This is an optimization exercise on Yosys and OpenROAD, whose aim is small area, a short achievable clock period and few clock cycles per item, not a production implementation.
In this exercise RTL edits were held to simulation tests only and were not proved equivalent to the original.

==> flow/flow/run.sh <==
#!/bin/bash
# Layout: the standard flow (standard synthesis, floorplan, placement,
# CTS, routing) with timing repair run against a setup margin, so the
# resizer also works on paths that already meet the 22 ns clock. make's
# full output goes to flow_make.log; ORFS keeps each step's log in orfs/logs.
set -euo pipefail
cd "$(dirname "$0")/.."
bash standard.sh SETUP_SLACK_MARGIN=17 TNS_END_PERCENT=100 finish > flow_make.log 2>&1
==> flow/constraint.sdc <==
create_clock -name core_clock -period 22.0 [get_ports {clk}]
set_input_delay 4.4000 -clock core_clock [delete_from_list [all_inputs] [get_ports {clk}]]
set_output_delay 4.4000 -clock core_clock [all_outputs]
set_load 0.01 [all_outputs]
==> flow/standard.sh <==
#!/bin/bash
# synth_recipe.tcl (not shown) runs the flow's synth.tcl, then flattens the netlist and writes it again
# the make line also repeats each setting of config.mk as NAME=value (left out here)
make -C /OpenROAD-flow-scripts/flow DESIGN_CONFIG=/design/flow/config.mk WORK_HOME=/design/flow/orfs CLKGATE_MAP_FILE= SYNTH_SCRIPT=/design/flow/synth_recipe.tcl "${@:-finish}"
==> flow/design.v <==
module ce_blend (
    input  wire        clk,
    input  wire        rst,
    input  wire        in_valid,
    output wire        in_ready,
    input  wire [1:0]  in_mode,      
    input  wire [7:0]  in_alpha,     
    input  wire [63:0] in_s,         
    input  wire [63:0] in_d,         
    output reg         out_valid,
    output reg  [63:0] out_d         
);
    localparam [15:0] FP16_ONE = 16'h3C00;
    function [10:0] sig(input [15:0] h);
        sig = {h[13:10] != 4'd0, h[9:0]};
    endfunction
    function [3:0] expo(input [15:0] h);
        expo = (h[13:10] == 4'd0) ? 4'd1 : h[13:10];
    endfunction
    function [14:0] unp(input [15:0] h);
        unp = {expo(h), sig(h)};
    endfunction
    function [10:0] um(input [14:0] v);
        um = v[10:0];
    endfunction
    function [3:0] ue(input [14:0] v);
        ue = v[14:11];
    endfunction
    function [3:0] tz11(input [10:0] m);
        integer i;
        begin
            tz11 = 4'd0;
            for (i = 10; i >= 0; i = i - 1)
                if (m[i]) tz11 = i[3:0];
        end
    endfunction
    function [15:0] k_of_alpha(input [7:0] a);
        begin
            case (a)
      8'd0: k_of_alpha = 16'h0000;
      8'd1: k_of_alpha = 16'h1C04;
      8'd2: k_of_alpha = 16'h2004;
      8'd3: k_of_alpha = 16'h2206;
      8'd4: k_of_alpha = 16'h2404;
      8'd5: k_of_alpha = 16'h2505;
      8'd6: k_of_alpha = 16'h2606;
      8'd7: k_of_alpha = 16'h2707;
      8'd8: k_of_alpha = 16'h2804;
      8'd9: k_of_alpha = 16'h2885;
      8'd10: k_of_alpha = 16'h2905;
      8'd11: k_of_alpha = 16'h2986;
      8'd12: k_of_alpha = 16'h2A06;
      8'd13: k_of_alpha = 16'h2A87;
      8'd14: k_of_alpha = 16'h2B07;
      8'd15: k_of_alpha = 16'h2B88;
      8'd16: k_of_alpha = 16'h2C04;
      8'd17: k_of_alpha = 16'h2C44;
      8'd18: k_of_alpha = 16'h2C85;
      8'd19: k_of_alpha = 16'h2CC5;
      8'd20: k_of_alpha = 16'h2D05;
      8'd21: k_of_alpha = 16'h2D45;
      8'd22: k_of_alpha = 16'h2D86;
      8'd23: k_of_alpha = 16'h2DC6;
      8'd24: k_of_alpha = 16'h2E06;
      8'd25: k_of_alpha = 16'h2E46;
      8'd26: k_of_alpha = 16'h2E87;
      8'd27: k_of_alpha = 16'h2EC7;
      8'd28: k_of_alpha = 16'h2F07;
      8'd29: k_of_alpha = 16'h2F47;
      8'd30: k_of_alpha = 16'h2F88;
      8'd31: k_of_alpha = 16'h2FC8;
      8'd32: k_of_alpha = 16'h3004;
      8'd33: k_of_alpha = 16'h3024;
      8'd34: k_of_alpha = 16'h3044;
      8'd35: k_of_alpha = 16'h3064;
      8'd36: k_of_alpha = 16'h3085;
      8'd37: k_of_alpha = 16'h30A5;
      8'd38: k_of_alpha = 16'h30C5;
      8'd39: k_of_alpha = 16'h30E5;
      8'd40: k_of_alpha = 16'h3105;
      8'd41: k_of_alpha = 16'h3125;
      8'd42: k_of_alpha = 16'h3145;
      8'd43: k_of_alpha = 16'h3165;
      8'd44: k_of_alpha = 16'h3186;
      8'd45: k_of_alpha = 16'h31A6;
      8'd46: k_of_alpha = 16'h31C6;
      8'd47: k_of_alpha = 16'h31E6;
      8'd48: k_of_alpha = 16'h3206;
      8'd49: k_of_alpha = 16'h3226;
      8'd50: k_of_alpha = 16'h3246;
      8'd51: k_of_alpha = 16'h3266;
      8'd52: k_of_alpha = 16'h3287;
      8'd53: k_of_alpha = 16'h32A7;
      8'd54: k_of_alpha = 16'h32C7;
      8'd55: k_of_alpha = 16'h32E7;
      8'd56: k_of_alpha = 16'h3307;
      8'd57: k_of_alpha = 16'h3327;
      8'd58: k_of_alpha = 16'h3347;
      8'd59: k_of_alpha = 16'h3367;
      8'd60: k_of_alpha = 16'h3388;
      8'd61: k_of_alpha = 16'h33A8;
      8'd62: k_of_alpha = 16'h33C8;
      8'd63: k_of_alpha = 16'h33E8;
      8'd64: k_of_alpha = 16'h3404;
      8'd65: k_of_alpha = 16'h3414;
      8'd66: k_of_alpha = 16'h3424;
      8'd67: k_of_alpha = 16'h3434;
      8'd68: k_of_alpha = 16'h3444;
      8'd69: k_of_alpha = 16'h3454;
      8'd70: k_of_alpha = 16'h3464;
      8'd71: k_of_alpha = 16'h3474;
      8'd72: k_of_alpha = 16'h3485;
      8'd73: k_of_alpha = 16'h3495;
      8'd74: k_of_alpha = 16'h34A5;
      8'd75: k_of_alpha = 16'h34B5;
      8'd76: k_of_alpha = 16'h34C5;
      8'd77: k_of_alpha = 16'h34D5;
      8'd78: k_of_alpha = 16'h34E5;
      8'd79: k_of_alpha = 16'h34F5;
      8'd80: k_of_alpha = 16'h3505;
      8'd81: k_of_alpha = 16'h3515;
      8'd82: k_of_alpha = 16'h3525;
      8'd83: k_of_alpha = 16'h3535;
      8'd84: k_of_alpha = 16'h3545;
      8'd85: k_of_alpha = 16'h3555;
      8'd86: k_of_alpha = 16'h3565;
      8'd87: k_of_alpha = 16'h3575;
      8'd88: k_of_alpha = 16'h3586;
      8'd89: k_of_alpha = 16'h3596;
      8'd90: k_of_alpha = 16'h35A6;
      8'd91: k_of_alpha = 16'h35B6;
      8'd92: k_of_alpha = 16'h35C6;
      8'd93: k_of_alpha = 16'h35D6;
      8'd94: k_of_alpha = 16'h35E6;
      8'd95: k_of_alpha = 16'h35F6;
      8'd96: k_of_alpha = 16'h3606;
      8'd97: k_of_alpha = 16'h3616;
      8'd98: k_of_alpha = 16'h3626;
      8'd99: k_of_alpha = 16'h3636;
      8'd100: k_of_alpha = 16'h3646;
      8'd101: k_of_alpha = 16'h3656;
      8'd102: k_of_alpha = 16'h3666;
      8'd103: k_of_alpha = 16'h3676;
      8'd104: k_of_alpha = 16'h3687;
      8'd105: k_of_alpha = 16'h3697;
      8'd106: k_of_alpha = 16'h36A7;
      8'd107: k_of_alpha = 16'h36B7;
      8'd108: k_of_alpha = 16'h36C7;
      8'd109: k_of_alpha = 16'h36D7;
      8'd110: k_of_alpha = 16'h36E7;
      8'd111: k_of_alpha = 16'h36F7;
      8'd112: k_of_alpha = 16'h3707;
      8'd113: k_of_alpha = 16'h3717;
      8'd114: k_of_alpha = 16'h3727;
      8'd115: k_of_alpha = 16'h3737;
      8'd116: k_of_alpha = 16'h3747;
      8'd117: k_of_alpha = 16'h3757;
      8'd118: k_of_alpha = 16'h3767;
      8'd119: k_of_alpha = 16'h3777;
      8'd120: k_of_alpha = 16'h3788;
      8'd121: k_of_alpha = 16'h3798;
      8'd122: k_of_alpha = 16'h37A8;
      8'd123: k_of_alpha = 16'h37B8;
      8'd124: k_of_alpha = 16'h37C8;
      8'd125: k_of_alpha = 16'h37D8;
      8'd126: k_of_alpha = 16'h37E8;
      8'd127: k_of_alpha = 16'h37F8;
      8'd128: k_of_alpha = 16'h3804;
      8'd129: k_of_alpha = 16'h380C;
      8'd130: k_of_alpha = 16'h3814;
      8'd131: k_of_alpha = 16'h381C;
      8'd132: k_of_alpha = 16'h3824;
      8'd133: k_of_alpha = 16'h382C;
      8'd134: k_of_alpha = 16'h3834;
      8'd135: k_of_alpha = 16'h383C;
      8'd136: k_of_alpha = 16'h3844;
      8'd137: k_of_alpha = 16'h384C;
      8'd138: k_of_alpha = 16'h3854;
      8'd139: k_of_alpha = 16'h385C;
      8'd140: k_of_alpha = 16'h3864;
      8'd141: k_of_alpha = 16'h386C;
      8'd142: k_of_alpha = 16'h3874;
      8'd143: k_of_alpha = 16'h387C;
      8'd144: k_of_alpha = 16'h3885;
      8'd145: k_of_alpha = 16'h388D;
      8'd146: k_of_alpha = 16'h3895;
      8'd147: k_of_alpha = 16'h389D;
      8'd148: k_of_alpha = 16'h38A5;
      8'd149: k_of_alpha = 16'h38AD;
      8'd150: k_of_alpha = 16'h38B5;
      8'd151: k_of_alpha = 16'h38BD;
      8'd152: k_of_alpha = 16'h38C5;
      8'd153: k_of_alpha = 16'h38CD;
      8'd154: k_of_alpha = 16'h38D5;
      8'd155: k_of_alpha = 16'h38DD;
      8'd156: k_of_alpha = 16'h38E5;
      8'd157: k_of_alpha = 16'h38ED;
      8'd158: k_of_alpha = 16'h38F5;
      8'd159: k_of_alpha = 16'h38FD;
      8'd160: k_of_alpha = 16'h3905;
      8'd161: k_of_alpha = 16'h390D;
      8'd162: k_of_alpha = 16'h3915;
      8'd163: k_of_alpha = 16'h391D;
      8'd164: k_of_alpha = 16'h3925;
      8'd165: k_of_alpha = 16'h392D;
      8'd166: k_of_alpha = 16'h3935;
      8'd167: k_of_alpha = 16'h393D;
      8'd168: k_of_alpha = 16'h3945;
      8'd169: k_of_alpha = 16'h394D;
      8'd170: k_of_alpha = 16'h3955;
      8'd171: k_of_alpha = 16'h395D;
      8'd172: k_of_alpha = 16'h3965;
      8'd173: k_of_alpha = 16'h396D;
      8'd174: k_of_alpha = 16'h3975;
      8'd175: k_of_alpha = 16'h397D;
      8'd176: k_of_alpha = 16'h3986;
      8'd177: k_of_alpha = 16'h398E;
      8'd178: k_of_alpha = 16'h3996;
      8'd179: k_of_alpha = 16'h399E;
      8'd180: k_of_alpha = 16'h39A6;
      8'd181: k_of_alpha = 16'h39AE;
      8'd182: k_of_alpha = 16'h39B6;
      8'd183: k_of_alpha = 16'h39BE;
      8'd184: k_of_alpha = 16'h39C6;
      8'd185: k_of_alpha = 16'h39CE;
      8'd186: k_of_alpha = 16'h39D6;
      8'd187: k_of_alpha = 16'h39DE;
      8'd188: k_of_alpha = 16'h39E6;
      8'd189: k_of_alpha = 16'h39EE;
      8'd190: k_of_alpha = 16'h39F6;
      8'd191: k_of_alpha = 16'h39FE;
      8'd192: k_of_alpha = 16'h3A06;
      8'd193: k_of_alpha = 16'h3A0E;
      8'd194: k_of_alpha = 16'h3A16;
      8'd195: k_of_alpha = 16'h3A1E;
      8'd196: k_of_alpha = 16'h3A26;
      8'd197: k_of_alpha = 16'h3A2E;
      8'd198: k_of_alpha = 16'h3A36;
      8'd199: k_of_alpha = 16'h3A3E;
      8'd200: k_of_alpha = 16'h3A46;
      8'd201: k_of_alpha = 16'h3A4E;
      8'd202: k_of_alpha = 16'h3A56;
      8'd203: k_of_alpha = 16'h3A5E;
      8'd204: k_of_alpha = 16'h3A66;
      8'd205: k_of_alpha = 16'h3A6E;
      8'd206: k_of_alpha = 16'h3A76;
      8'd207: k_of_alpha = 16'h3A7E;
      8'd208: k_of_alpha = 16'h3A87;
      8'd209: k_of_alpha = 16'h3A8F;
      8'd210: k_of_alpha = 16'h3A97;
      8'd211: k_of_alpha = 16'h3A9F;
      8'd212: k_of_alpha = 16'h3AA7;
      8'd213: k_of_alpha = 16'h3AAF;
      8'd214: k_of_alpha = 16'h3AB7;
      8'd215: k_of_alpha = 16'h3ABF;
      8'd216: k_of_alpha = 16'h3AC7;
      8'd217: k_of_alpha = 16'h3ACF;
      8'd218: k_of_alpha = 16'h3AD7;
      8'd219: k_of_alpha = 16'h3ADF;
      8'd220: k_of_alpha = 16'h3AE7;
      8'd221: k_of_alpha = 16'h3AEF;
      8'd222: k_of_alpha = 16'h3AF7;
      8'd223: k_of_alpha = 16'h3AFF;
      8'd224: k_of_alpha = 16'h3B07;
      8'd225: k_of_alpha = 16'h3B0F;
      8'd226: k_of_alpha = 16'h3B17;
      8'd227: k_of_alpha = 16'h3B1F;
      8'd228: k_of_alpha = 16'h3B27;
      8'd229: k_of_alpha = 16'h3B2F;
      8'd230: k_of_alpha = 16'h3B37;
      8'd231: k_of_alpha = 16'h3B3F;
      8'd232: k_of_alpha = 16'h3B47;
      8'd233: k_of_alpha = 16'h3B4F;
      8'd234: k_of_alpha = 16'h3B57;
      8'd235: k_of_alpha = 16'h3B5F;
      8'd236: k_of_alpha = 16'h3B67;
      8'd237: k_of_alpha = 16'h3B6F;
      8'd238: k_of_alpha = 16'h3B77;
      8'd239: k_of_alpha = 16'h3B7F;
      8'd240: k_of_alpha = 16'h3B88;
      8'd241: k_of_alpha = 16'h3B90;
      8'd242: k_of_alpha = 16'h3B98;
      8'd243: k_of_alpha = 16'h3BA0;
      8'd244: k_of_alpha = 16'h3BA8;
      8'd245: k_of_alpha = 16'h3BB0;
      8'd246: k_of_alpha = 16'h3BB8;
      8'd247: k_of_alpha = 16'h3BC0;
      8'd248: k_of_alpha = 16'h3BC8;
      8'd249: k_of_alpha = 16'h3BD0;
      8'd250: k_of_alpha = 16'h3BD8;
      8'd251: k_of_alpha = 16'h3BE0;
      8'd252: k_of_alpha = 16'h3BE8;
      8'd253: k_of_alpha = 16'h3BF0;
      8'd254: k_of_alpha = 16'h3BF8;
      8'd255: k_of_alpha = 16'h3C00;
            endcase
        end
    endfunction
    function [5:0] m7_u(input [3:0] ex, input [3:0] ey);
        m7_u = 6'd26 - {2'b0, ex} - {2'b0, ey};
    endfunction
    function [15:0] m7_round(input [21:0] p, input [5:0] u);
        reg [21:0] lo;
        reg        nrm;
        reg [21:0] q;
        reg        guard;
        reg        sticky;
        reg [3:0]  shg;
        integer    i;
        begin
            lo[0] = p[0];
            for (i = 1; i < 22; i = i + 1)
                lo[i] = lo[i - 1] | p[i];
            nrm = u[5] || (u <= 6'd10);
            if (nrm) begin
                if (p[21]) begin
                    q = {11'd0, p[21:11]}; guard = p[10]; sticky = lo[9];
                end else begin
                    q = {11'd0, p[20:10]}; guard = p[9];  sticky = lo[8];
                end
                shg = 4'd10 - u[3:0] + {3'd0, p[21]};
            end else begin
                q      = p >> u;
                guard  = (u > 6'd22) ? 1'b0 : p[u - 6'd1];
                sticky = (u > 6'd23) ? lo[21] : lo[u - 6'd2];
                shg    = 4'd0;
            end
            m7_round = {2'b0, shg, 10'd0} + q[15:0] + {15'd0, guard & (sticky | q[0])};
        end
    endfunction
    function [24:0] fix(input [14:0] v);
        fix = {14'd0, um(v)} << (ue(v) - 4'd1);
    endfunction
    function fr_of(input [10:0] md, input [10:0] ma, input [4:0] j);
        reg [4:0] tz;
        begin
            tz    = {1'b0, tz11(md)} + {1'b0, tz11(ma)};
            fr_of = (md != 11'd0) && (ma != 11'd0) && ({1'b0, tz} + {1'b0, j} < 6'd25);
        end
    endfunction
    function [53:0] over_sub(input [14:0] s, input [14:0] d, input [21:0] q, input [4:0] j, input frest);
        reg [51:0] w;
        reg        f1;
        reg        b;
        reg [25:0] xs;
        reg [25:0] xd;
        reg [25:0] xn;
        reg [25:0] sv;
        reg [25:0] cv;
        reg [25:0] th;
        begin
            w  = {30'd0, q} << j;               
            f1 = w[25];
            b  = f1 | frest;
            xs = {1'b0, fix(s)};
            xd = {1'b0, fix(d)};
            xn = ~{1'b0, w[50:26]};
            sv = xs ^ xd ^ xn;
            cv = (xs & xd) | (xs & xn) | (xd & xn);
            over_sub = {sv, cv[24:0], ~b, f1 ^ frest, frest};
        end
    endfunction
    function [15:0] round_th(input [27:0] v);
        reg [25:0] th;
        reg [23:0] lo;
        reg [4:0]  lp;
        reg [3:0]  sh;
        reg [25:0] q;
        reg        guard;
        reg        sticky;
        integer    i;
        begin
            th = v[27:2];
            lp = 5'd0;
            for (i = 0; i < 24; i = i + 1)
                if (th[i]) lp = i[4:0];
            lo[0] = th[0];
            for (i = 1; i < 24; i = i + 1)
                lo[i] = lo[i - 1] | th[i];
            sh = (lp > 5'd10) ? lp - 5'd10 : 4'd0;
            q  = th >> sh;
            if (sh == 4'd0) begin
                guard  = v[1];
                sticky = v[0];
            end else if (sh == 4'd1) begin
                guard  = th[0];
                sticky = v[1] | v[0];
            end else begin
                guard  = th[sh - 4'd1];
                sticky = v[1] | v[0] | lo[sh - 4'd2];
            end
            if (th[25:24] != 2'd0)
                round_th = FP16_ONE;
            else
                round_th = {2'b0, sh, 10'd0} + q[15:0] + {15'd0, guard & (sticky | q[0])};
        end
    endfunction
    assign in_ready = 1'b1;
    wire [15:0] k_in = k_of_alpha(in_alpha);
    wire [15:0] kc_in = in_mode[0] ? k_in : FP16_ONE;
    wire [15:0] aa_in = in_mode[1] ? in_s[63:48] : FP16_ONE;
    reg        r1_valid;
    reg [14:0] r1_kc;
    reg [14:0] r1_aa;
    reg [44:0] r1_s;
    reg [59:0] r1_d;
    always @(posedge clk) begin
        if (rst)
            r1_valid <= 1'b0;
        else
            r1_valid <= in_valid;
        r1_kc <= unp(kc_in);
        r1_aa <= unp(aa_in);
        r1_s  <= {unp(in_s[47:32]), unp(in_s[31:16]), unp(in_s[15:0])};
        r1_d  <= {unp(in_d[63:48]), unp(in_d[47:32]), unp(in_d[31:16]), unp(in_d[15:0])};
    end
    wire [21:0] p0, p1, p2, p3;
    mul11 u_p0 (.a(um(r1_s[14:0])),  .b(um(r1_kc)), .p(p0));
    mul11 u_p1 (.a(um(r1_s[29:15])), .b(um(r1_kc)), .p(p1));
    mul11 u_p2 (.a(um(r1_s[44:30])), .b(um(r1_kc)), .p(p2));
    mul11 u_p3 (.a(um(r1_aa)),       .b(um(r1_kc)), .p(p3));
    reg        r2_valid;
    reg [87:0] r2_p;
    reg [23:0] r2_u;
    reg [59:0] r2_d;
    always @(posedge clk) begin
        if (rst)
            r2_valid <= 1'b0;
        else
            r2_valid <= r1_valid;
        r2_p <= {p3, p2, p1, p0};
        r2_u <= {m7_u(ue(r1_aa), ue(r1_kc)), m7_u(ue(r1_s[44:30]), ue(r1_kc)),
                 m7_u(ue(r1_s[29:15]), ue(r1_kc)), m7_u(ue(r1_s[14:0]), ue(r1_kc))};
        r2_d <= r1_d;
    end
    reg        r3_valid;
    reg [59:0] r3_s;
    reg [59:0] r3_d;
    always @(posedge clk) begin
        if (rst)
            r3_valid <= 1'b0;
        else
            r3_valid <= r2_valid;
        r3_s <= {unp(m7_round(r2_p[87:66], r2_u[23:18])), unp(m7_round(r2_p[65:44], r2_u[17:12])),
                 unp(m7_round(r2_p[43:22], r2_u[11:6])),  unp(m7_round(r2_p[21:0],  r2_u[5:0]))};
        r3_d <= r2_d;
    end
    wire [10:0] ma = um(r3_s[59:45]);
    wire [3:0]  ea = ue(r3_s[59:45]);
    wire [21:0] q0, q1, q2, q3;
    mul11 u_q0 (.a(um(r3_d[14:0])),  .b(ma), .p(q0));
    mul11 u_q1 (.a(um(r3_d[29:15])), .b(ma), .p(q1));
    mul11 u_q2 (.a(um(r3_d[44:30])), .b(ma), .p(q2));
    mul11 u_q3 (.a(um(r3_d[59:45])), .b(ma), .p(q3));
    wire [4:0] j0 = {1'b0, ue(r3_d[14:0])}  + {1'b0, ea};
    wire [4:0] j1 = {1'b0, ue(r3_d[29:15])} + {1'b0, ea};
    wire [4:0] j2 = {1'b0, ue(r3_d[44:30])} + {1'b0, ea};
    wire [4:0] j3 = {1'b0, ue(r3_d[59:45])} + {1'b0, ea};
    reg         r4_valid;
    reg [87:0]  r4_q;
    reg [59:0]  r4_s;
    reg [59:0]  r4_d;
    reg [19:0]  r4_j;
    reg [3:0]   r4_fr;
    always @(posedge clk) begin
        if (rst)
            r4_valid <= 1'b0;
        else
            r4_valid <= r3_valid;
        r4_q  <= {q3, q2, q1, q0};
        r4_s  <= r3_s;
        r4_d  <= r3_d;
        r4_j  <= {j3, j2, j1, j0};
        r4_fr <= {fr_of(um(r3_d[59:45]), ma, j3), fr_of(um(r3_d[44:30]), ma, j2),
                  fr_of(um(r3_d[29:15]), ma, j1), fr_of(um(r3_d[14:0]),  ma, j0)};
    end
    wire [53:0] cs0 = over_sub(r4_s[14:0],  r4_d[14:0],  r4_q[21:0],  r4_j[4:0],   r4_fr[0]);
    wire [53:0] cs1 = over_sub(r4_s[29:15], r4_d[29:15], r4_q[43:22], r4_j[9:5],   r4_fr[1]);
    wire [53:0] cs2 = over_sub(r4_s[44:30], r4_d[44:30], r4_q[65:44], r4_j[14:10], r4_fr[2]);
    wire [53:0] cs3 = over_sub(r4_s[59:45], r4_d[59:45], r4_q[87:66], r4_j[19:15], r4_fr[3]);
    wire [25:0] th0, th1, th2, th3;
    wire [3:0]  thc;
    add26 u_t0 (.a(cs0[53:28]), .b(cs0[27:2]), .ci(1'b0), .s(th0), .co(thc[0]));
    add26 u_t1 (.a(cs1[53:28]), .b(cs1[27:2]), .ci(1'b0), .s(th1), .co(thc[1]));
    add26 u_t2 (.a(cs2[53:28]), .b(cs2[27:2]), .ci(1'b0), .s(th2), .co(thc[2]));
    add26 u_t3 (.a(cs3[53:28]), .b(cs3[27:2]), .ci(1'b0), .s(th3), .co(thc[3]));
    reg         r5_valid;
    reg [111:0] r5_t;
    always @(posedge clk) begin
        if (rst)
            r5_valid <= 1'b0;
        else
            r5_valid <= r4_valid;
        r5_t <= {th3, cs3[1:0], th2, cs2[1:0], th1, cs1[1:0], th0, cs0[1:0]};
    end
    always @(posedge clk) begin
        if (rst)
            out_valid <= 1'b0;
        else
            out_valid <= r5_valid;
        out_d <= {round_th(r5_t[111:84]), round_th(r5_t[83:56]),
                  round_th(r5_t[55:28]),  round_th(r5_t[27:0])};
    end
endmodule
module mul11(input wire [10:0] a, input wire [10:0] b, output wire [21:0] p);
    wire pp0_0 = a[0] & b[0];
    wire pp0_1 = a[0] & b[1];
    wire pp0_2 = a[0] & b[2];
    wire pp0_3 = a[0] & b[3];
    wire pp0_4 = a[0] & b[4];
    wire pp0_5 = a[0] & b[5];
    wire pp0_6 = a[0] & b[6];
    wire pp0_7 = a[0] & b[7];
    wire pp0_8 = a[0] & b[8];
    wire pp0_9 = a[0] & b[9];
    wire pp0_10 = a[0] & b[10];
    wire pp1_0 = a[1] & b[0];
    wire pp1_1 = a[1] & b[1];
    wire pp1_2 = a[1] & b[2];
    wire pp1_3 = a[1] & b[3];
    wire pp1_4 = a[1] & b[4];
    wire pp1_5 = a[1] & b[5];
    wire pp1_6 = a[1] & b[6];
    wire pp1_7 = a[1] & b[7];
    wire pp1_8 = a[1] & b[8];
    wire pp1_9 = a[1] & b[9];
    wire pp1_10 = a[1] & b[10];
    wire pp2_0 = a[2] & b[0];
    wire pp2_1 = a[2] & b[1];
    wire pp2_2 = a[2] & b[2];
    wire pp2_3 = a[2] & b[3];
    wire pp2_4 = a[2] & b[4];
    wire pp2_5 = a[2] & b[5];
    wire pp2_6 = a[2] & b[6];
    wire pp2_7 = a[2] & b[7];
    wire pp2_8 = a[2] & b[8];
    wire pp2_9 = a[2] & b[9];
    wire pp2_10 = a[2] & b[10];
    wire pp3_0 = a[3] & b[0];
    wire pp3_1 = a[3] & b[1];
    wire pp3_2 = a[3] & b[2];
    wire pp3_3 = a[3] & b[3];
    wire pp3_4 = a[3] & b[4];
    wire pp3_5 = a[3] & b[5];
    wire pp3_6 = a[3] & b[6];
    wire pp3_7 = a[3] & b[7];
    wire pp3_8 = a[3] & b[8];
    wire pp3_9 = a[3] & b[9];
    wire pp3_10 = a[3] & b[10];
    wire pp4_0 = a[4] & b[0];
    wire pp4_1 = a[4] & b[1];
    wire pp4_2 = a[4] & b[2];
    wire pp4_3 = a[4] & b[3];
    wire pp4_4 = a[4] & b[4];
    wire pp4_5 = a[4] & b[5];
    wire pp4_6 = a[4] & b[6];
    wire pp4_7 = a[4] & b[7];
    wire pp4_8 = a[4] & b[8];
    wire pp4_9 = a[4] & b[9];
    wire pp4_10 = a[4] & b[10];
    wire pp5_0 = a[5] & b[0];
    wire pp5_1 = a[5] & b[1];
    wire pp5_2 = a[5] & b[2];
    wire pp5_3 = a[5] & b[3];
    wire pp5_4 = a[5] & b[4];
    wire pp5_5 = a[5] & b[5];
    wire pp5_6 = a[5] & b[6];
    wire pp5_7 = a[5] & b[7];
    wire pp5_8 = a[5] & b[8];
    wire pp5_9 = a[5] & b[9];
    wire pp5_10 = a[5] & b[10];
    wire pp6_0 = a[6] & b[0];
    wire pp6_1 = a[6] & b[1];
    wire pp6_2 = a[6] & b[2];
    wire pp6_3 = a[6] & b[3];
    wire pp6_4 = a[6] & b[4];
    wire pp6_5 = a[6] & b[5];
    wire pp6_6 = a[6] & b[6];
    wire pp6_7 = a[6] & b[7];
    wire pp6_8 = a[6] & b[8];
    wire pp6_9 = a[6] & b[9];
    wire pp6_10 = a[6] & b[10];
    wire pp7_0 = a[7] & b[0];
    wire pp7_1 = a[7] & b[1];
    wire pp7_2 = a[7] & b[2];
    wire pp7_3 = a[7] & b[3];
    wire pp7_4 = a[7] & b[4];
    wire pp7_5 = a[7] & b[5];
    wire pp7_6 = a[7] & b[6];
    wire pp7_7 = a[7] & b[7];
    wire pp7_8 = a[7] & b[8];
    wire pp7_9 = a[7] & b[9];
    wire pp7_10 = a[7] & b[10];
    wire pp8_0 = a[8] & b[0];
    wire pp8_1 = a[8] & b[1];
    wire pp8_2 = a[8] & b[2];
    wire pp8_3 = a[8] & b[3];
    wire pp8_4 = a[8] & b[4];
    wire pp8_5 = a[8] & b[5];
    wire pp8_6 = a[8] & b[6];
    wire pp8_7 = a[8] & b[7];
    wire pp8_8 = a[8] & b[8];
    wire pp8_9 = a[8] & b[9];
    wire pp8_10 = a[8] & b[10];
    wire pp9_0 = a[9] & b[0];
    wire pp9_1 = a[9] & b[1];
    wire pp9_2 = a[9] & b[2];
    wire pp9_3 = a[9] & b[3];
    wire pp9_4 = a[9] & b[4];
    wire pp9_5 = a[9] & b[5];
    wire pp9_6 = a[9] & b[6];
    wire pp9_7 = a[9] & b[7];
    wire pp9_8 = a[9] & b[8];
    wire pp9_9 = a[9] & b[9];
    wire pp9_10 = a[9] & b[10];
    wire pp10_0 = a[10] & b[0];
    wire pp10_1 = a[10] & b[1];
    wire pp10_2 = a[10] & b[2];
    wire pp10_3 = a[10] & b[3];
    wire pp10_4 = a[10] & b[4];
    wire pp10_5 = a[10] & b[5];
    wire pp10_6 = a[10] & b[6];
    wire pp10_7 = a[10] & b[7];
    wire pp10_8 = a[10] & b[8];
    wire pp10_9 = a[10] & b[9];
    wire pp10_10 = a[10] & b[10];
    wire s0, c0;
    assign {c0, s0} = pp0_9 + pp1_8;
    wire s1, c1;
    assign {c1, s1} = pp0_10 + pp1_9 + pp2_8;
    wire s2, c2;
    assign {c2, s2} = pp3_7 + pp4_6;
    wire s3, c3;
    assign {c3, s3} = pp1_10 + pp2_9 + pp3_8;
    wire s4, c4;
    assign {c4, s4} = pp4_7 + pp5_6;
    wire s5, c5;
    assign {c5, s5} = pp2_10 + pp3_9 + pp4_8;
    wire s6, c6;
    assign {c6, s6} = pp0_6 + pp1_5;
    wire s7, c7;
    assign {c7, s7} = pp0_7 + pp1_6 + pp2_5;
    wire s8, c8;
    assign {c8, s8} = pp3_4 + pp4_3;
    wire s9, c9;
    assign {c9, s9} = pp0_8 + pp1_7 + pp2_6;
    wire s10, c10;
    assign {c10, s10} = pp3_5 + pp4_4 + pp5_3;
    wire s11, c11;
    assign {c11, s11} = pp6_2 + pp7_1;
    wire s12, c12;
    assign {c12, s12} = pp2_7 + pp3_6 + pp4_5;
    wire s13, c13;
    assign {c13, s13} = pp5_4 + pp6_3 + pp7_2;
    wire s14, c14;
    assign {c14, s14} = pp8_1 + pp9_0 + s0;
    wire s15, c15;
    assign {c15, s15} = pp5_5 + pp6_4 + pp7_3;
    wire s16, c16;
    assign {c16, s16} = pp8_2 + pp9_1 + pp10_0;
    wire s17, c17;
    assign {c17, s17} = s1 + s2 + c0;
    wire s18, c18;
    assign {c18, s18} = pp6_5 + pp7_4 + pp8_3;
    wire s19, c19;
    assign {c19, s19} = pp9_2 + pp10_1 + s3;
    wire s20, c20;
    assign {c20, s20} = s4 + c1 + c2;
    wire s21, c21;
    assign {c21, s21} = pp5_7 + pp6_6 + pp7_5;
    wire s22, c22;
    assign {c22, s22} = pp8_4 + pp9_3 + pp10_2;
    wire s23, c23;
    assign {c23, s23} = s5 + c3 + c4;
    wire s24, c24;
    assign {c24, s24} = pp3_10 + pp4_9 + pp5_8;
    wire s25, c25;
    assign {c25, s25} = pp6_7 + pp7_6 + pp8_5;
    wire s26, c26;
    assign {c26, s26} = pp9_4 + pp10_3 + c5;
    wire s27, c27;
    assign {c27, s27} = pp4_10 + pp5_9 + pp6_8;
    wire s28, c28;
    assign {c28, s28} = pp7_7 + pp8_6 + pp9_5;
    wire s29, c29;
    assign {c29, s29} = pp5_10 + pp6_9 + pp7_8;
    wire s30, c30;
    assign {c30, s30} = pp0_4 + pp1_3;
    wire s31, c31;
    assign {c31, s31} = pp0_5 + pp1_4 + pp2_3;
    wire s32, c32;
    assign {c32, s32} = pp3_2 + pp4_1;
    wire s33, c33;
    assign {c33, s33} = pp2_4 + pp3_3 + pp4_2;
    wire s34, c34;
    assign {c34, s34} = pp5_1 + pp6_0 + s6;
    wire s35, c35;
    assign {c35, s35} = pp5_2 + pp6_1 + pp7_0;
    wire s36, c36;
    assign {c36, s36} = s7 + s8 + c6;
    wire s37, c37;
    assign {c37, s37} = pp8_0 + s9 + s10;
    wire s38, c38;
    assign {c38, s38} = s11 + c7 + c8;
    wire s39, c39;
    assign {c39, s39} = s12 + s13 + s14;
    wire s40, c40;
    assign {c40, s40} = c9 + c10 + c11;
    wire s41, c41;
    assign {c41, s41} = s15 + s16 + s17;
    wire s42, c42;
    assign {c42, s42} = c12 + c13 + c14;
    wire s43, c43;
    assign {c43, s43} = s18 + s19 + s20;
    wire s44, c44;
    assign {c44, s44} = c15 + c16 + c17;
    wire s45, c45;
    assign {c45, s45} = s21 + s22 + s23;
    wire s46, c46;
    assign {c46, s46} = c18 + c19 + c20;
    wire s47, c47;
    assign {c47, s47} = s24 + s25 + s26;
    wire s48, c48;
    assign {c48, s48} = c21 + c22 + c23;
    wire s49, c49;
    assign {c49, s49} = pp10_4 + s27 + s28;
    wire s50, c50;
    assign {c50, s50} = c24 + c25 + c26;
    wire s51, c51;
    assign {c51, s51} = pp8_7 + pp9_6 + pp10_5;
    wire s52, c52;
    assign {c52, s52} = s29 + c27 + c28;
    wire s53, c53;
    assign {c53, s53} = pp6_10 + pp7_9 + pp8_8;
    wire s54, c54;
    assign {c54, s54} = pp9_7 + pp10_6 + c29;
    wire s55, c55;
    assign {c55, s55} = pp7_10 + pp8_9 + pp9_8;
    wire s56, c56;
    assign {c56, s56} = pp0_3 + pp1_2;
    wire s57, c57;
    assign {c57, s57} = pp2_2 + pp3_1 + pp4_0;
    wire s58, c58;
    assign {c58, s58} = pp5_0 + s31 + s32;
    wire s59, c59;
    assign {c59, s59} = s33 + s34 + c31;
    wire s60, c60;
    assign {c60, s60} = s35 + s36 + c33;
    wire s61, c61;
    assign {c61, s61} = s37 + s38 + c35;
    wire s62, c62;
    assign {c62, s62} = s39 + s40 + c37;
    wire s63, c63;
    assign {c63, s63} = s41 + s42 + c39;
    wire s64, c64;
    assign {c64, s64} = s43 + s44 + c41;
    wire s65, c65;
    assign {c65, s65} = s45 + s46 + c43;
    wire s66, c66;
    assign {c66, s66} = s47 + s48 + c45;
    wire s67, c67;
    assign {c67, s67} = s49 + s50 + c47;
    wire s68, c68;
    assign {c68, s68} = s51 + s52 + c49;
    wire s69, c69;
    assign {c69, s69} = s53 + s54 + c51;
    wire s70, c70;
    assign {c70, s70} = pp10_7 + s55 + c53;
    wire s71, c71;
    assign {c71, s71} = pp8_10 + pp9_9 + pp10_8;
    wire s72, c72;
    assign {c72, s72} = pp0_2 + pp1_1;
    wire s73, c73;
    assign {c73, s73} = pp2_1 + pp3_0 + s56;
    wire s74, c74;
    assign {c74, s74} = s30 + s57 + c56;
    wire s75, c75;
    assign {c75, s75} = c30 + s58 + c57;
    wire s76, c76;
    assign {c76, s76} = c32 + s59 + c58;
    wire s77, c77;
    assign {c77, s77} = c34 + s60 + c59;
    wire s78, c78;
    assign {c78, s78} = c36 + s61 + c60;
    wire s79, c79;
    assign {c79, s79} = c38 + s62 + c61;
    wire s80, c80;
    assign {c80, s80} = c40 + s63 + c62;
    wire s81, c81;
    assign {c81, s81} = c42 + s64 + c63;
    wire s82, c82;
    assign {c82, s82} = c44 + s65 + c64;
    wire s83, c83;
    assign {c83, s83} = c46 + s66 + c65;
    wire s84, c84;
    assign {c84, s84} = c48 + s67 + c66;
    wire s85, c85;
    assign {c85, s85} = c50 + s68 + c67;
    wire s86, c86;
    assign {c86, s86} = c52 + s69 + c68;
    wire s87, c87;
    assign {c87, s87} = c54 + s70 + c69;
    wire s88, c88;
    assign {c88, s88} = c55 + s71 + c70;
    wire s89, c89;
    assign {c89, s89} = pp9_10 + pp10_9 + c71;
    wire [21:0] x = {1'b0, pp10_10, s89, s88, s87, s86, s85, s84, s83, s82, s81, s80, s79, s78, s77, s76, s75, s74, s73, pp2_0, pp0_1, pp0_0};
    wire [21:0] y = {1'b0, c89, c88, c87, c86, c85, c84, c83, c82, c81, c80, c79, c78, c77, c76, c75, c74, c73, c72, s72, pp1_0, 1'b0};
    assign p = x + y;
endmodule
module add26(input wire [25:0] a, input wire [25:0] b, input wire ci, output wire [25:0] s, output wire co);
    wire [25:0] p0 = a ^ b;
    wire [25:0] g0 = a & b;
    wire gc0 = g0[0] | (p0[0] & ci);
    wire gg0 = g0[1] | (p0[1] & gc0);
    wire gg1 = g0[3] | (p0[3] & g0[2]);
    wire pp1 = p0[3] & p0[2];
    wire gg2 = g0[5] | (p0[5] & g0[4]);
    wire pp2 = p0[5] & p0[4];
    wire gg3 = g0[7] | (p0[7] & g0[6]);
    wire pp3 = p0[7] & p0[6];
    wire gg4 = g0[9] | (p0[9] & g0[8]);
    wire pp4 = p0[9] & p0[8];
    wire gg5 = g0[11] | (p0[11] & g0[10]);
    wire pp5 = p0[11] & p0[10];
    wire gg6 = g0[13] | (p0[13] & g0[12]);
    wire pp6 = p0[13] & p0[12];
    wire gg7 = g0[15] | (p0[15] & g0[14]);
    wire pp7 = p0[15] & p0[14];
    wire gg8 = g0[17] | (p0[17] & g0[16]);
    wire pp8 = p0[17] & p0[16];
    wire gg9 = g0[19] | (p0[19] & g0[18]);
    wire pp9 = p0[19] & p0[18];
    wire gg10 = g0[21] | (p0[21] & g0[20]);
    wire pp10 = p0[21] & p0[20];
    wire gg11 = g0[23] | (p0[23] & g0[22]);
    wire pp11 = p0[23] & p0[22];
    wire gg12 = g0[25] | (p0[25] & g0[24]);
    wire pp12 = p0[25] & p0[24];
    wire gg13 = g0[2] | (p0[2] & gg0);
    wire gg14 = gg1 | (pp1 & gg0);
    wire gg15 = g0[6] | (p0[6] & gg2);
    wire pp15 = p0[6] & pp2;
    wire gg16 = gg3 | (pp3 & gg2);
    wire pp16 = pp3 & pp2;
    wire gg17 = g0[10] | (p0[10] & gg4);
    wire pp17 = p0[10] & pp4;
    wire gg18 = gg5 | (pp5 & gg4);
    wire pp18 = pp5 & pp4;
    wire gg19 = g0[14] | (p0[14] & gg6);
    wire pp19 = p0[14] & pp6;
    wire gg20 = gg7 | (pp7 & gg6);
    wire pp20 = pp7 & pp6;
    wire gg21 = g0[18] | (p0[18] & gg8);
    wire pp21 = p0[18] & pp8;
    wire gg22 = gg9 | (pp9 & gg8);
    wire pp22 = pp9 & pp8;
    wire gg23 = g0[22] | (p0[22] & gg10);
    wire pp23 = p0[22] & pp10;
    wire gg24 = gg11 | (pp11 & gg10);
    wire pp24 = pp11 & pp10;
    wire gg25 = g0[4] | (p0[4] & gg14);
    wire gg26 = gg2 | (pp2 & gg14);
    wire gg27 = gg15 | (pp15 & gg14);
    wire gg28 = gg16 | (pp16 & gg14);
    wire gg29 = g0[12] | (p0[12] & gg18);
    wire pp29 = p0[12] & pp18;
    wire gg30 = gg6 | (pp6 & gg18);
    wire pp30 = pp6 & pp18;
    wire gg31 = gg19 | (pp19 & gg18);
    wire pp31 = pp19 & pp18;
    wire gg32 = gg20 | (pp20 & gg18);
    wire pp32 = pp20 & pp18;
    wire gg33 = g0[20] | (p0[20] & gg22);
    wire pp33 = p0[20] & pp22;
    wire gg34 = gg10 | (pp10 & gg22);
    wire pp34 = pp10 & pp22;
    wire gg35 = gg23 | (pp23 & gg22);
    wire pp35 = pp23 & pp22;
    wire gg36 = gg24 | (pp24 & gg22);
    wire pp36 = pp24 & pp22;
    wire gg37 = g0[8] | (p0[8] & gg28);
    wire gg38 = gg4 | (pp4 & gg28);
    wire gg39 = gg17 | (pp17 & gg28);
    wire gg40 = gg18 | (pp18 & gg28);
    wire gg41 = gg29 | (pp29 & gg28);
    wire gg42 = gg30 | (pp30 & gg28);
    wire gg43 = gg31 | (pp31 & gg28);
    wire gg44 = gg32 | (pp32 & gg28);
    wire gg45 = g0[24] | (p0[24] & gg36);
    wire pp45 = p0[24] & pp36;
    wire gg46 = gg12 | (pp12 & gg36);
    wire pp46 = pp12 & pp36;
    wire gg47 = g0[16] | (p0[16] & gg44);
    wire gg48 = gg8 | (pp8 & gg44);
    wire gg49 = gg21 | (pp21 & gg44);
    wire gg50 = gg22 | (pp22 & gg44);
    wire gg51 = gg33 | (pp33 & gg44);
    wire gg52 = gg34 | (pp34 & gg44);
    wire gg53 = gg35 | (pp35 & gg44);
    wire gg54 = gg36 | (pp36 & gg44);
    wire gg55 = gg45 | (pp45 & gg44);
    wire gg56 = gg46 | (pp46 & gg44);
    assign s = p0 ^ {gg55, gg54, gg53, gg52, gg51, gg50, gg49, gg48, gg47, gg44, gg43, gg42, gg41, gg40, gg39, gg38, gg37, gg28, gg27, gg26, gg25, gg14, gg13, gg0, gc0, ci};
    assign co = gg56;
endmodule
==> flow/config.mk <==
export PLATFORM = sky130hd
export DESIGN_NAME = ce_blend
export DESIGN_NICKNAME = ce_blend
export VERILOG_FILES = /design/flow/design.v
export SDC_FILE = /design/flow/constraint.sdc
export NUM_CORES = 4
export LEC_CHECK = 0
export ABC_AREA = 1
export CAP_MARGIN = 20
export CORE_MARGIN = 4
export CORE_UTILIZATION = 40
export SLEW_MARGIN = 20
==> flow_metrics.py, run 1 <==
metrics = {
    "run_status": {
        "run_status": "timing/DRC/antenna clean",
    },
    "grt": {
        "grt_pass1_wl_um": 382000,
        "grt_pass1_vias": 73200,
        "pin_count_of_the_biggest_net_entering_global_routing": 60,
        "grt_util_all_layers_pct": 21.6,
        "overflow": 0,
        "grt_antenna_before_repair": 7,
    },
    "die": {
        "placeableCoreArea_sq_um": 205000,
        "floorplan.rows": 166,
        "dieHeight_um": 463,
        "die_width_um": 463,
        "floorplan.initialDensity_pct": 40.3,
        "boundaryPins": 207,
        "design.die.area_sq_um": 214000,
    },
    "clock_tree": {
        "clk_latency_ns": 0.76,
        "master_cell_of_the_clock_root_buffer": "clkbuf_16",
        "clk_path_buf_depth": 3,
        "worst_setup_hold_path_clk_slew_ns": 0.06,
        "cts_buffers": 102,
        "tritoncts": "yes",
        "clkSinkCount": 841,
        "cts.hold.buffers_added": 0,
        "ctsHtreeMaxLevel": 3,
    },
    "layout": {
        "fillerInstances": 20400,
        "fin_nets": 13500,
        "layout-area-overhead-vs-synth_pct": 16.5,
        "layout_cell_share_with_drive_strength_beyond_1_pct": 11.7,
        "fin_util_pct": 47.0,
        "multi_input_area_sq_um": 56300,
        "register_area_sq_um": 17100,
    },
    "sta": {
        "setup-violations-final": 0,
        "final_max_slew_viol_count": 0,
        "timing.final.crit_period_ns": 5.58,
        "hold_violations": 0,
        "max_clock_freq_ghz": 0.179,
        "timing.clock.skew_ns": 0.0363,
        "worst_slack_ns": 16.42,
        "final.setup.tns_ns": 0,
        "fin_crit_sh_pct": 25.4,
        "timing.hold.ws_ns": 0.306,
        "worst_slew_margin_rel_pct": 36.0,
        "timing_worst_slew_pin_value_ns": 0.957,
        "rsz0062_at_grt": "yes",
    },
    "routing": {
        "detail_route.drc_violations": 0,
        "drt_iter0_drc": 5431,
        "first_pass_iters": 6,
        "vias_per_cell": 5.04,
        "sum_of_routed_wire_length_over_all_layers_um": 247000,
        "drt.antenna.violating_nets": 0,
        "detailroute.via_count": 74900,
        "wire_per_inst_um": 16.6,
    },
    "critical_path": {
        "endpoint_kind": "primary output",
        "max_stage_delay_ns": 0.32,
        "critPathTopFamily": "flip-flops",
        "cp_slowest_cell": "dfxtp_2",
        "critical_path_arrival_ns": 1.18,
        "cp_cell_sequence": "buf_6",
        "crit_path_max_fanout": 1,
        "critical_path_class": "flop to primary output",
        "crit_path_start_kind": "flop",
        "buf_inv_stages_crit_path": 1,
        "worstPathRequired_ns": 17.60,
    },
    "placed_design": {
        "pre_cts_slack_ns": 15.43,
        "dp.final_hpwl_um": 174000,
        "port_buffers": 189,
        "place_congestion": 0.946,
    },
    "min_path": {
        "worst_hold_path_type": "flop to flop",
    },
    "synthesis": {
        "synth.distinct_cells": 78,
        "synth_ff_type": "dfxtp_1",
        "synth_edf_count": 0,
        "synth-warning-count": 1,
        "synth_fp_nets": 13300,
        "post_synthesis_cells": 11900,
        "number_of_synthesized_register_bits": 841,
        "netlist_area_sq_um": 82900,
        "postSynth.asyncResetShare_pct": 0,
        "avgSynthCellArea_sq_um": 6.99,
        "synth_sequential_area_ratio_pct": 20.3,
    },
    "job": {
        "cap_viol_max_count": 0,
    },
}
Yosys cell counts, types with 9 or more instances:
library cell  instances  area (sq um)
a211oi_1             22           165
a21o_1               39           293
a21oi_1             452          2260
a221oi_1             18           158
a22oi_1              15           113
a31oi_1              42           263
buf_1                65           244
buf_2                51           255
buf_4                22           165
buf_6                18           203
clkbuf_1            343          1290
clkinv_1             14          52.6
dfxtp_1             841         16800
fa_1                796         15900
ha_1                508          6360
inv_1              2558          9600
inv_2                34           128
mux2i_1              67           671
nand2_1            3089         11600
nand2_2              15          93.8
nand3_1             597          2990
nand3_2              17           170
nand3b_1             14           105
nand4_1              48           300
nor2_1              578          2170
nor2_2               25           156
nor2_4                9           101
nor3_1               79           395
nor4_1               20           125
o2111ai_1            13           114
o211ai_1             76           571
o21a_1               19           143
o21ai_0             728          3640
o21ai_1              59           295
o21bai_1             31           233
o221ai_1             15           131
o22ai_1              23           144
o31ai_1              20           150
or2_2                16           100
xnor2_1              85           744
xor2_1              258          2260
logic make-up after synthesis:
family	Yosys count	share of synthesized area [%]
and+or+nand+nor	4554	22.7
buffers and inverters	3109	14.5
AOI/OAI and AO/OA	1634	11.1
adders and majority gates	1304	26.9
DFF	841	20.3
xor gates and xnor gates	345	3.67
muxes	67	0.809
other	1	0.00453
worst paths after layout:
path,to,slack (ns),startpoint,cells past startpoint
worst min-delay path,r4_s[9]$_DFF_P_,0.31,r3_s[9]$_DFF_P_,0
worst max register to register,r5_t[53]$_DFF_P_,16.92,r4_d[26]$_DFF_P_,27
worst max-delay path,out_d[32],16.42,out_d[32]$_SDFF_PP0_,1
worst min register to register,r4_s[9]$_DFF_P_,0.31,r3_s[9]$_DFF_P_,0
routing by layer:
| metal | vias to the layer above | part of all wire [%] | track usage [%] |
|---|---|---|---|
| li1 | 36700 | - | - |
| met1 | 35500 | 43 | 28.4 |
| met2 | 2245 | 47 | 36.6 |
| met3 | 458 | 5.9 | 2.83 |
| met4 | 0 | 3.7 | 7.51 |
| met5 | - | 0 | 0 |
cells in the final DEF (no fill, tap or decap), types with 21 or more instances in the layout:
cell type        netlist  routed
buf_12                 0      29
nand4_1               48      48
inv_1               2558    2470
nand2_1             3089    3036
a31oi_1               42      35
dfxtp_4                0      48
xnor2_1               85      76
o21ai_0              728     611
clkinv_2               0      22
buf_2                 51      32
nand3_2               17      42
a211oi_1              22      21
nand3_1              597     568
mux2i_1               67      62
clkdlybuf4s50_1        0     114
inv_2                 34      75
nor2_1               578     544
a21oi_2                3      74
a21o_1                39      39
o22ai_1               23      23
clkbuf_16              0     123
nor3_1                79      79
dfxtp_2                0      75
dfxtp_1              841     718
nor2_2                25      52
a21oi_1              452     374
o21ai_2                8      63
o211ai_1              76      76
xor2_1               258     253
ha_1                 508     455
buf_4                 22     291
o21ai_1               59     120
ha_4                   0      48
nand2_2               15      59
fa_1                 796     776
clkinvlp_4             0      65
buf_6                 18      57
sequential cells by signal, summed over array words and instances, names as in the netlist, 4 cells and up:
signal	flops
r4_q	88
r1_aa	15
r2_p	88
r4_d	60
r4_s	60
r1_s	45
r4_j	20
r5_t	112
r1_d	60
out_d	64
r1_kc	15
r2_u	24
r2_d	60
r3_d	60
r4_fr	4
r3_s	60
what timing repair did:
action,CTS,global route
resized for setup,721,505
setup buffers,112,165
pin swaps,60,246
endpoints found under the setup margin,216,188
cloned,37,30
cell type report:
type	count	share of cell area, %
clock inverters	67	0.887
multi-input cells	7913	58.3
inverters	2607	10.4
flip-flops and latches	841	17.7
repair inverters	21	0.140
repair buffers	573	6.12
well taps	2688	3.49
clock buffers	125	2.91
diodes	6	0.0156
per-stage QoR:
stage                     std cells  cell area (sq um)
after floorplan               11900              83100
after global placement        14300              86600
after detailed placement      14300              86600
after CTS                     14600              92900
after global routing          14800              96500
final                         14800              96500
Testbench counts, summed over its fixed seeds: cycles 24,048, items 24,000.
==> inputs of run 2 (changes only) <==
--- a/flow/config.mk
+++ b/flow/config.mk
@@ -10,3 +10,3 @@
 export CORE_MARGIN = 4
-export CORE_UTILIZATION = 40
+export CORE_UTILIZATION = 55
 export SLEW_MARGIN = 20
==> flow_metrics.py, run 2 <==
metrics = {
    "run_status": {
        "run_status": "timing/DRC/antenna clean",
    },
    "routing": {
        "vias_per_cell": 5.30,
        "detail_route.drc_violations": 0,
        "first_pass_iters": 6,
        "wire_per_inst_um": 16.9,
        "drt_iter0_drc": 5486,
        "drt.antenna.violating_nets": 0,
        "detailroute.via_count": 75500,
        "sum_of_routed_wire_length_over_all_layers_um": 241000,
    },
    "die": {
        "floorplan.initialDensity_pct": 55.3,
        "die_width_um": 396,
        "dieHeight_um": 396,
        "boundaryPins": 207,
        "placeableCoreArea_sq_um": 150000,
        "design.die.area_sq_um": 157000,
        "floorplan.rows": 142,
    },
    "job": {
        "cap_viol_max_count": 0,
    },
    "placed_design": {
        "pre_cts_slack_ns": 15.40,
        "place_congestion": 0.958,
        "dp.final_hpwl_um": 168000,
        "port_buffers": 189,
        "placement.cell_area_sq_um": 85800,
    },
    "layout": {
        "layout.cell_area.non_filler_sq_um": 96600,
        "largest_register_ffs": 112,
        "fin_util_pct": 64.5,
        "fillerInstances": 13300,
        "multi_input_area_sq_um": 56800,
        "fin_nets": 13600,
        "mostFrequentLayoutCell": "nand2_1",
        "biggest_registers_after_layout": "r5_t: 112 flops, r2_p: 88 flops, r4_q: 88 flops",
        "layout-area-overhead-vs-synth_pct": 16.6,
        "antenna_cells": 0,
        "largest_register": "r5_t",
        "layout_cell_share_with_drive_strength_beyond_1_pct": 13.1,
        "final_cell_mix": "nand2_1 (3,009), inv_1 (2,463), fa_1 (768)",
        "register_area_sq_um": 17100,
    },
    "critical_path": {
        "critPathTopFamily": "flip-flops",
        "endpoint_kind": "primary output",
        "critical_path_class": "flop to primary output",
        "crit_path_start_kind": "flop",
        "timing.critical_path.from": "out_d[26]$_SDFF_PP1_",
        "worstPathRequired_ns": 17.60,
        "reg2regPathDepth": 24,
        "r2r_slack_ns": 16.83,
        "crit_path_max_fanout": 1,
        "cp_slowest_cell": "dfxtp_2",
        "max_stage_delay_ns": 0.33,
        "cp_cell_sequence": "buf_6",
        "worstSetupEndpoint": "out_d[26]",
        "r2r_start": "r1_kc[9]$_SDFF_PN0_",
        "path_depth": 1,
        "reg2reg_to": "r2_p[64]$_DFF_P_",
        "buf_inv_stages_crit_path": 1,
        "critical_path_arrival_ns": 1.16,
    },
    "synthesis": {
        "yosys.cell_count.top_type": "nand2_1",
        "synth_fp_nets": 13300,
        "avgSynthCellArea_sq_um": 6.99,
        "synth_ff_type": "dfxtp_1",
        "synth-warning-count": 1,
        "netlist_area_sq_um": 82900,
        "synth_top_cells_by_area": "dfxtp_1 (20%), fa_1 (19%), nand2_1 (14%)",
        "synth_edf_count": 0,
        "synth_sequential_area_ratio_pct": 20.3,
        "yosys.area.top_type": "dfxtp_1",
        "number_of_synthesized_register_bits": 841,
        "synthTopCellsByCount": "nand2_1 (3,089), inv_1 (2,558), dfxtp_1 (841)",
        "postSynth.asyncResetShare_pct": 0,
        "synth_largest_type_area_fraction_pct": 20.3,
        "synth.distinct_cells": 78,
        "post_synthesis_cells": 11900,
    },
    "grt": {
        "grt_util_all_layers_pct": 29.1,
        "overflow": 0,
        "grt_pass1_vias": 73200,
        "pin_count_of_the_biggest_net_entering_global_routing": 60,
        "grt_antenna_before_repair": 3,
        "grt_pass1_wl_um": 375000,
    },
    "clock_tree": {
        "cts.hold.buffers_added": 0,
        "worst_setup_hold_path_clk_slew_ns": 0.06,
        "master_cell_of_the_clock_root_buffer": "clkbuf_16",
        "clk_latency_ns": 0.71,
        "cts_buffers": 95,
        "clk_path_buf_depth": 3,
        "ctsHtreeMaxLevel": 3,
        "tritoncts": "yes",
        "clkSinkCount": 841,
    },
    "sta": {
        "setup-violations-final": 0,
        "worst_slew_margin_rel_pct": 23.4,
        "final_max_slew_viol_count": 0,
        "hold_violations": 0,
        "rsz0062_at_grt": "yes",
        "worst_slack_ns": 16.44,
        "timing.clock.skew_ns": 0.0332,
        "fin_crit_sh_pct": 25.3,
        "max_clock_freq_ghz": 0.180,
        "final.setup.tns_ns": 0,
        "timing.final.crit_period_ns": 5.56,
        "timing_worst_slew_pin_value_ns": 1.14,
    },
    "min_path": {
        "worst_hold_path_type": "flop to flop",
    },
}
## run 2: metrics by stage
step                hold WS [ns]  cells
finish                     0.304  14200
global placement           0.310  13600
floorplan                  0.310  11900
detailed placement         0.312  13600
CTS                        0.305  14000
global route               0.324  14200
## run 2: final cells by class
type	instances	share of cell area, %
tap	2016	2.61
timing repair buffer	674	6.95
clock inverter	63	0.759
inverter	2607	10.4
clock buffer	113	2.66
sequential	841	17.7
timing repair inverter	20	0.135
multi-input combinational	7912	58.8
## run 2: per-layer routing
metal  GRT usage (%)  vias to the layer above  wire, um
li1                -                    36800         -
met1            38.3                    35500    101000
met2            49.4                     2609    114000
met3            3.59                      570     16300
met4            10.7                        0     10900
met5               0                        -         0
## run 2: logic make-up (layout without fill, tap and decap cells)
family	count (synthesis)	after routing	share of synthesized area (%)
AOI/OAI and AO/OA	1634	1634	11.1
xor gates and xnor gates	345	345	3.67
adders and majority gates	1304	1304	26.9
buffers and inverters	3109	3477	14.5
DFF	841	841	20.3
muxes	67	67	0.809
other	1	1	0.00453
and+or+nand+nor	4554	4561	22.7
## run 2: worst min path at each step
stage,from,end,slack (ns),depth (start not counted)
floorplan,r1_d[0]$_DFF_P_,r2_d[0]$_DFF_P_,0.31,0
global placement,r2_d[17]$_DFF_P_,r3_d[17]$_DFF_P_,0.31,0
detailed placement,r1_d[13]$_SDFF_PN0_,r2_d[13]$_DFF_P_,0.31,0
CTS,r1_d[48]$_DFF_P_,r2_d[48]$_DFF_P_,0.30,0
global route,r1_d[48]$_DFF_P_,r2_d[48]$_DFF_P_,0.32,0
finish,r1_d[48]$_DFF_P_,r2_d[48]$_DFF_P_,0.30,0
## run 2: what timing repair did
item,in CTS,in global routing
gates cloned,34,25
setup buffers,163,226
pin swaps,99,339
endpoints found under the hold margin,0,0
gates resized for setup,763,655
endpoints found under the setup margin,205,210
==> inputs of run 3 (changes only) <==
--- a/flow/flow/run.sh
+++ b/flow/flow/run.sh
@@ -7,2 +7,2 @@
 cd "$(dirname "$0")/.."
-bash standard.sh SETUP_SLACK_MARGIN=17 TNS_END_PERCENT=100 finish > flow_make.log 2>&1
+bash standard.sh SETUP_SLACK_MARGIN=16.45 TNS_END_PERCENT=100 finish > flow_make.log 2>&1
--- a/flow/config.mk
+++ b/flow/config.mk
@@ -10,3 +10,5 @@
 export CORE_MARGIN = 4
-export CORE_UTILIZATION = 55
+export CORE_UTILIZATION = 40
+export CTS_CLUSTER_DIAMETER = 150
+export CTS_CLUSTER_SIZE = 30
 export SLEW_MARGIN = 20
==> flow_metrics.py, run 3 <==
metrics = {
    "run_status": {
        "run_status": "timing/DRC/antenna clean",
    },
    "critical_path": {
        "cp_slowest_cell": "dfxtp_1",
        "critical_path_class": "flop to primary output",
        "worstPathRequired_ns": 17.60,
        "reg2regPathDepth": 23,
        "r2r_start": "r1_s[3]$_DFF_P_",
        "crit_path_max_fanout": 1,
        "cp_cell_sequence": "buf_2",
        "reg2reg_to": "r2_p[21]$_DFF_P_",
        "max_stage_delay_ns": 0.33,
        "critPathTopFamily": "flip-flops",
        "timing.critical_path.from": "out_d[15]$_SDFF_PP0_",
        "crit_path_start_kind": "flop",
        "r2r_slack_ns": 16.65,
        "buf_inv_stages_crit_path": 1,
        "endpoint_kind": "primary output",
        "critical_path_arrival_ns": 1.16,
    },
    "sta": {
        "final.setup.tns_ns": 0,
        "setup-violations-final": 0,
        "worst_slew_margin_rel_pct": 25.4,
        "rsz0062_at_grt": "yes",
        "fin_crit_sh_pct": 25.3,
        "hold_violations": 0,
        "timing.hold.ws_ns": 0.300,
        "timing.clock.skew_ns": 0.0475,
        "timing.final.crit_period_ns": 5.56,
        "final_max_slew_viol_count": 0,
        "max_clock_freq_ghz": 0.180,
        "timing_worst_slew_pin_value_ns": 1.12,
    },
    "grt": {
        "grt_pass1_wl_um": 368000,
        "grt_pass1_vias": 71100,
        "overflow": 0,
        "grt_antenna_before_repair": 8,
        "grt_util_all_layers_pct": 20.6,
        "pin_count_of_the_biggest_net_entering_global_routing": 60,
    },
    "synthesis": {
        "synth-warning-count": 1,
        "synth_largest_type_area_fraction_pct": 20.3,
        "synthAdderAreaFrac_pct": 26.9,
        "avgSynthCellArea_sq_um": 6.99,
        "synthTopCellsByCount": "nand2_1 (3,089), inv_1 (2,558), dfxtp_1 (841)",
        "synth_fp_nets": 13300,
        "yosys.area.top_type": "dfxtp_1",
        "synth_top_family_by_area": "adder cells",
        "netlist_area_sq_um": 82900,
        "post_synthesis_cells": 11900,
        "synthXorXnorAreaFrac_pct": 3.67,
        "synth_ff_type": "dfxtp_1",
        "synth-compound-area-share_pct": 11.1,
        "synth_simple_gate_area_share_pct": 22.7,
        "synth.distinct_cells": 78,
        "synth_top_cells_by_area": "dfxtp_1 (20%), fa_1 (19%), nand2_1 (14%)",
        "yosys.cell_count.top_type": "nand2_1",
        "number_of_synthesized_register_bits": 841,
        "synth_sequential_area_ratio_pct": 20.3,
        "muxShareOfSynthArea_pct": 0.809,
        "postSynth.asyncResetShare_pct": 0,
        "synth_edf_count": 0,
    },
    "die": {
        "design.die.area_sq_um": 214000,
        "boundaryPins": 207,
        "dieHeight_um": 463,
        "placeableCoreArea_sq_um": 205000,
        "floorplan.rows": 166,
        "floorplan.initialDensity_pct": 40.3,
        "die_width_um": 463,
    },
    "routing": {
        "vias_per_cell": 4.98,
        "drt_iter0_drc": 4803,
        "detailroute.via_count": 72200,
        "wire_per_inst_um": 15.8,
        "drt.antenna.violating_nets": 0,
        "first_pass_iters": 6,
        "detail_route.drc_violations": 0,
        "sum_of_routed_wire_length_over_all_layers_um": 229000,
    },
    "clock_tree": {
        "master_cell_of_the_clock_root_buffer": "clkbuf_16",
        "ctsHtreeMaxLevel": 2,
        "cts.hold.buffers_added": 0,
        "cts_buffers": 37,
        "tritoncts": "yes",
        "clk_path_buf_depth": 3,
        "clkSinkCount": 841,
        "worst_setup_hold_path_clk_slew_ns": 0.11,
        "clk_latency_ns": 0.72,
    },
    "min_path": {
        "worstHoldPathCells": 0,
        "timing.hold.worst.start": "r3_s[5]$_DFF_P_",
        "worst_hold_path_type": "flop to flop",
        "whs_endpoint": "r4_s[5]$_DFF_P_",
    },
    "layout": {
        "biggest_registers_after_layout": "r5_t: 112 flops, r2_p: 88 flops, r4_q: 88 flops",
        "fillerInstances": 21100,
        "multi_input_area_sq_um": 54400,
        "layout-area-overhead-vs-synth_pct": 8.16,
        "final_cell_mix": "nand2_1 (3,086), inv_1 (2,527), fa_1 (796)",
        "mostFrequentLayoutCell": "nand2_1",
        "largest_register": "r5_t",
        "largest_register_ffs": 112,
        "layout_cell_share_with_drive_strength_beyond_1_pct": 5.69,
        "register_area_sq_um": 17000,
        "fin_nets": 13200,
    },
    "placed_design": {
        "dp.final_hpwl_um": 174000,
        "place_congestion": 0.921,
        "port_buffers": 189,
    },
    "job": {
        "cap_viol_max_count": 0,
    },
}
run 3: per-stage QoR:
stage | util (%) | instances | worst slack, ns | instance area (sq um)
after floorplan | - | 11900 | 16.51 | 82900
after global placement | 42.1 | 14300 | 15.32 | 86500
after detailed placement | 42.1 | 14300 | 15.34 | 86500
after CTS | 42.8 | 14400 | 16.36 | 88000
after global routing | 43.6 | 14500 | 16.36 | 89600
final | 43.6 | 14500 | 16.44 | 89600
run 3: repair_timing:
item                       4_1_cts  5_1_grt
setup buffers                    4       83
pin swaps                        1       13
resized for setup              411      244
setup endpoints to repair      134      164
gates cloned                     9       19
run 3: logic make-up (layout without fill, tap and decap cells):
kind of cell | count (synthesis) | after routing
AOI/OAI and AO/OA | 1634 | 1634
xor gates and xnor gates | 345 | 345
adders and majority gates | 1304 | 1304
buffers and inverters | 3109 | 3048
DFF | 841 | 841
muxes | 67 | 67
other | 1 | 4
and+or+nand+nor | 4554 | 4556
run 3: layer usage:
| metal | up-vias | global-route usage, % | part of all wire, % |
|---|---|---|---|
| met5 | - | 0 | 0.021 |
| met4 | 6 | 6.01 | 3.2 |
| met3 | 345 | 2.04 | 5.0 |
| met2 | 1889 | 35.3 | 47 |
| met1 | 34000 | 27.6 | 45 |
| li1 | 36000 | - | - |
run 3: how the worst max path moves through the flow:
stage	end	slack (ns)	cells after the start
floorplan	r1_kc[2]$_SDFF_PN0_	16.51	9
global placement	r1_kc[2]$_SDFF_PN0_	15.32	7
detailed placement	r1_kc[2]$_SDFF_PN0_	15.34	7
CTS	out_d[55]	16.36	1
global route	out_d[0]	16.36	1
finish	out_d[15]	16.44	1
run 3: final cells by class:
cell class	count	area share, %
sequential	841	19.0
clock buffer	43	1.10
inverter	2607	11.1
timing repair inverter	15	0.103
timing repair buffer	370	3.93
antenna	3	0.00838
multi-input combinational	7907	60.8
clock inverter	13	0.279
tap	2688	3.75

afterwards: timing with drivers on the ports:
No port has a modelled driver above. Below, the same layouts with a new extraction and two added sets of constraints. Step 1 (the two cells are an assumption about what drives the block):
set clk [get_ports {clk}]
set_driving_cell -lib_cell sky130_fd_sc_hd__clkbuf_16 $clk
set_driving_cell -lib_cell sky130_fd_sc_hd__buf_2 [delete_from_list [all_inputs] $clk]
Step 2 moves the port delays by t, midway between the first and last clock arrival at a register: inputs arrive t later, outputs are due t later. That takes back most of the time a late clock gives input paths. Three values: no drivers, after step 1, after step 2; two values: the first two.
| run | t, ns | setup WS [ns] | worst setup path after step 2 | cell pins on the clock port's net |
|---|---|---|---|---|
| run 1 | 0.824 | 16.419 / 16.339 / 16.150 | input to register | 1 |
| run 2 | 0.774 | 16.442 / 16.365 / 16.320 | input to register | 1 |
| run 3 | 0.773 | 16.439 / 16.353 / 15.883 | input to register | 1 |
After both steps setup and hold are still met in every run listed. For run 3, which loses most, drivers alone change the setup slack by -0.086 ns; drivers and shift together by -0.556 ns.
